Source: an optimization exercise on an open RTL-to-GDS flow (aim: small area). Production flows keep margins and buffers that such runs may drop.

==> job 6318: inputs <==
## cis_ecc
module cis_ecc (
    input  wire        clk,
    input  wire        rst_n,
    input  wire        wr_valid,
    input  wire [63:0] wr_data,
    input  wire        wr_poison,
    input  wire [15:0] wr_inj,
    output wire         wc_valid,
    output wire  [15:0] wc_check,
    input  wire        rd_valid,
    input  wire [63:0] rd_data,
    input  wire [15:0] rd_check,
    output reg          rr_valid,
    output wire  [63:0] rr_data,
    output wire         rr_ce,
    output wire         rr_ue,
    output wire  [4:0]  rr_sym
);
export LEC_CHECK = 0
export CAP_MARGIN = 20
export CORE_MARGIN = 2
export CORE_UTILIZATION = 40
export SLEW_MARGIN = 20
create_clock -name core_clock -period 5.5 [get_ports {clk}]
standard.sh (not shown) runs the stock make flow with config.mk's settings and CLKGATE_MAP_FILE= SYNTH_SCRIPT=/design/flow/synth_recipe.tcl, a recipe that flattens the netlist after the stock synthesis.
==> flow/flow/run.sh <==
#!/bin/bash
# The standard layout, with buf_1 cells as the port buffers (the standard
# flow's default choice, a delay buffer, is larger and slower).
set -euo pipefail
bash standard.sh "BUFFER_PORTS_ARGS=-buffer_cell sky130_fd_sc_hd__buf_1" finish > standard_flow.log 2>&1
==> inputs of job 310, as changes to job 6318 <==
--- a/flow/design.v
+++ b/flow/design.v
@@ -8,16 +8,16 @@
     output wire         wc_valid,
     output wire  [15:0] wc_check,
     input  wire        rd_valid,
     input  wire [63:0] rd_data,
     input  wire [15:0] rd_check,
     output reg          rr_valid,
-    output wire  [63:0] rr_data,
-    output wire         rr_ce,
-    output wire         rr_ue,
-    output wire  [4:0]  rr_sym
+    output reg   [63:0] rr_data,
+    output reg          rr_ce,
+    output reg          rr_ue,
+    output reg   [4:0]  rr_sym
 );
     wire we_0 = wr_data[50] ^ wr_data[54];
     wire we_1 = wr_data[23] ^ wr_data[39];
     wire we_2 = wr_data[22] ^ wr_data[38];
     wire we_3 = wr_data[17] ^ wr_data[21];
     wire we_4 = wr_data[15] ^ wr_data[55];
@@ -455,21 +455,13 @@
     wire rs_221 = rs_40 ^ rs_219;
     wire rs_222 = rs_44 ^ rs_220;
     wire rs_223 = rs_221 ^ rs_76;
     wire rs_224 = rs_35 ^ rs_222;
     wire rs_225 = rs_80 ^ rs_223;
     wire rs_226 = rs_224 ^ rs_225;
-    wire [15:0] syn_in = {rs_226, rs_217, rs_206, rs_197, rs_186, rs_177, rs_166, rs_155, rs_145, rs_134, rs_124, rs_114, rs_105, rs_99, rs_93, rs_86};
-    reg [15:0] syn;
-    reg [63:0] r1_data;
-    always @(posedge clk) begin
-        if (!rst_n) rr_valid <= 1'b0;
-        else        rr_valid <= rd_valid;
-        r1_data <= rd_data;
-        syn     <= syn_in;
-    end
+    wire [15:0] syn = {rs_226, rs_217, rs_206, rs_197, rs_186, rs_177, rs_166, rs_155, rs_145, rs_134, rs_124, rs_114, rs_105, rs_99, rs_93, rs_86};
     wire [3:0] s0 = syn[3:0], s1 = syn[7:4], s2 = syn[11:8], s3 = syn[15:12];
     wire nz0 = |s0, nz1 = |s1, nz2 = |s2, nz3 = |s3;
     reg [3:0] s0i;
     always @(*) begin
         case (s0)
             4'd0: s0i = 4'd0;
@@ -525,19 +517,22 @@
     wire m17 = ~nz0 & nz1 & ~nz2 & ~nz3;
     wire m18 = ~nz0 & ~nz1 & nz2 & ~nz3;
     wire m19 = ~nz0 & ~nz1 & ~nz2 & nz3;
     wire [19:0] match = {m19, m18, m17, m16, m15, m14, m13, m12, m11, m10, m9, m8, m7, m6, m5, m4, m3, m2, m1, m0};
     wire ce = |match;
     wire ue = (nz0 | nz1 | nz2 | nz3) & ~ce;
-    wire [4:0] sy;
-    assign sy[0] = m1 | m3 | m5 | m7 | m9 | m11 | m13 | m15 | m17 | m19;
-    assign sy[1] = m2 | m3 | m6 | m7 | m10 | m11 | m14 | m15 | m18 | m19;
-    assign sy[2] = m4 | m5 | m6 | m7 | m12 | m13 | m14 | m15;
-    assign sy[3] = m8 | m9 | m10 | m11 | m12 | m13 | m14 | m15;
-    assign sy[4] = m16 | m17 | m18 | m19;
+    wire sy0 = m1 | m3 | m5 | m7 | m9 | m11 | m13 | m15 | m17 | m19;
+    wire sy1 = m2 | m3 | m6 | m7 | m10 | m11 | m14 | m15 | m18 | m19;
+    wire sy2 = m4 | m5 | m6 | m7 | m12 | m13 | m14 | m15;
+    wire sy3 = m8 | m9 | m10 | m11 | m12 | m13 | m14 | m15;
+    wire sy4 = m16 | m17 | m18 | m19;
     wire [63:0] fix = {{4{m15}} & s0, {4{m14}} & s0, {4{m13}} & s0, {4{m12}} & s0, {4{m11}} & s0, {4{m10}} & s0, {4{m9}} & s0, {4{m8}} & s0, {4{m7}} & s0, {4{m6}} & s0, {4{m5}} & s0, {4{m4}} & s0, {4{m3}} & s0, {4{m2}} & s0, {4{m1}} & s0, {4{m0}} & s0};
-    wire [63:0] cor = r1_data ^ fix;
-    assign rr_data  = cor;
-    assign rr_ce    = ce;
-    assign rr_ue    = ue;
-    assign rr_sym   = sy;
+    wire [63:0] cor = rd_data ^ fix;
+    always @(posedge clk) begin
+        if (!rst_n) rr_valid <= 1'b0;
+        else        rr_valid <= rd_valid;
+        rr_data <= cor;
+        rr_ce   <= ce;
+        rr_ue   <= ue;
+        rr_sym  <= {sy4, sy3, sy2, sy1, sy0};
+    end
 endmodule
==> flow/run.sh (new file) <==
#!/bin/bash
# synth_recipe.tcl (not shown) runs the flow's synth.tcl, then flattens the netlist and writes it again
# the make line also repeats each setting of config.mk as NAME=value (left out here)
make -C /OpenROAD-flow-scripts/flow DESIGN_CONFIG=/design/flow/config.mk WORK_HOME=/design/flow/orfs CLKGATE_MAP_FILE= SYNTH_SCRIPT=/design/flow/synth_recipe.tcl finish
removed: flow/flow/run.sh
removed: flow/standard.sh
==> run summary <==
Job 6318 completed with no timing, DRC or antenna violations. Job 310 produced a clean layout.
Against job 6318, the final area of job 310 is higher by about 45%.
Against job 6318, the synthesized cell count of job 310 is smaller by about 9%.
In job 310 the sequential share of layout area is lower than in job 6318, by 6.7 points.
Against job 310, the synthesized area of job 6318 is larger by about 1.6%.
In job 6318 the clock-buffer cell count is lower than in job 310, by 2.
No functional check of the RTL was part of any run of this note.

## port drivers added, routing unchanged
Ports are ideal in the flow. The routed layouts listed here were re-timed in OpenROAD. Step 1 assumes that a clkbuf_16 drives the clock port and a buf_2 every other input. Step 2 adds t to the input delays and takes it off the output delays; t is the mean of the earliest and latest rising clock arrival at the registers after step 1. Input paths then give back, and output paths get back, about the clock's delay inside the block. a / b / c = ideal ports / drivers / drivers and shift; a / b = the first two.
run	t, ns	setup WS [ns]	worst hold slack (ns)	latest minus earliest clock arrival (ns)	worst slew at a driven data input, ns
job 6318	0.389	0.564 / 0.521 / 0.909	0.894 / 0.872 / 1.260	0.006 / 0.007	0.06
job 310	0.385	0.059 / 0.070 / -0.315	1.049 / 1.045 / 1.430	0.011 / 0.010	0.07
With both steps, setup timing fails in job 310, where it was met with ideal ports. For job 310, which loses most, drivers alone change the setup slack by +0.011 ns; drivers and shift together by -0.374 ns.
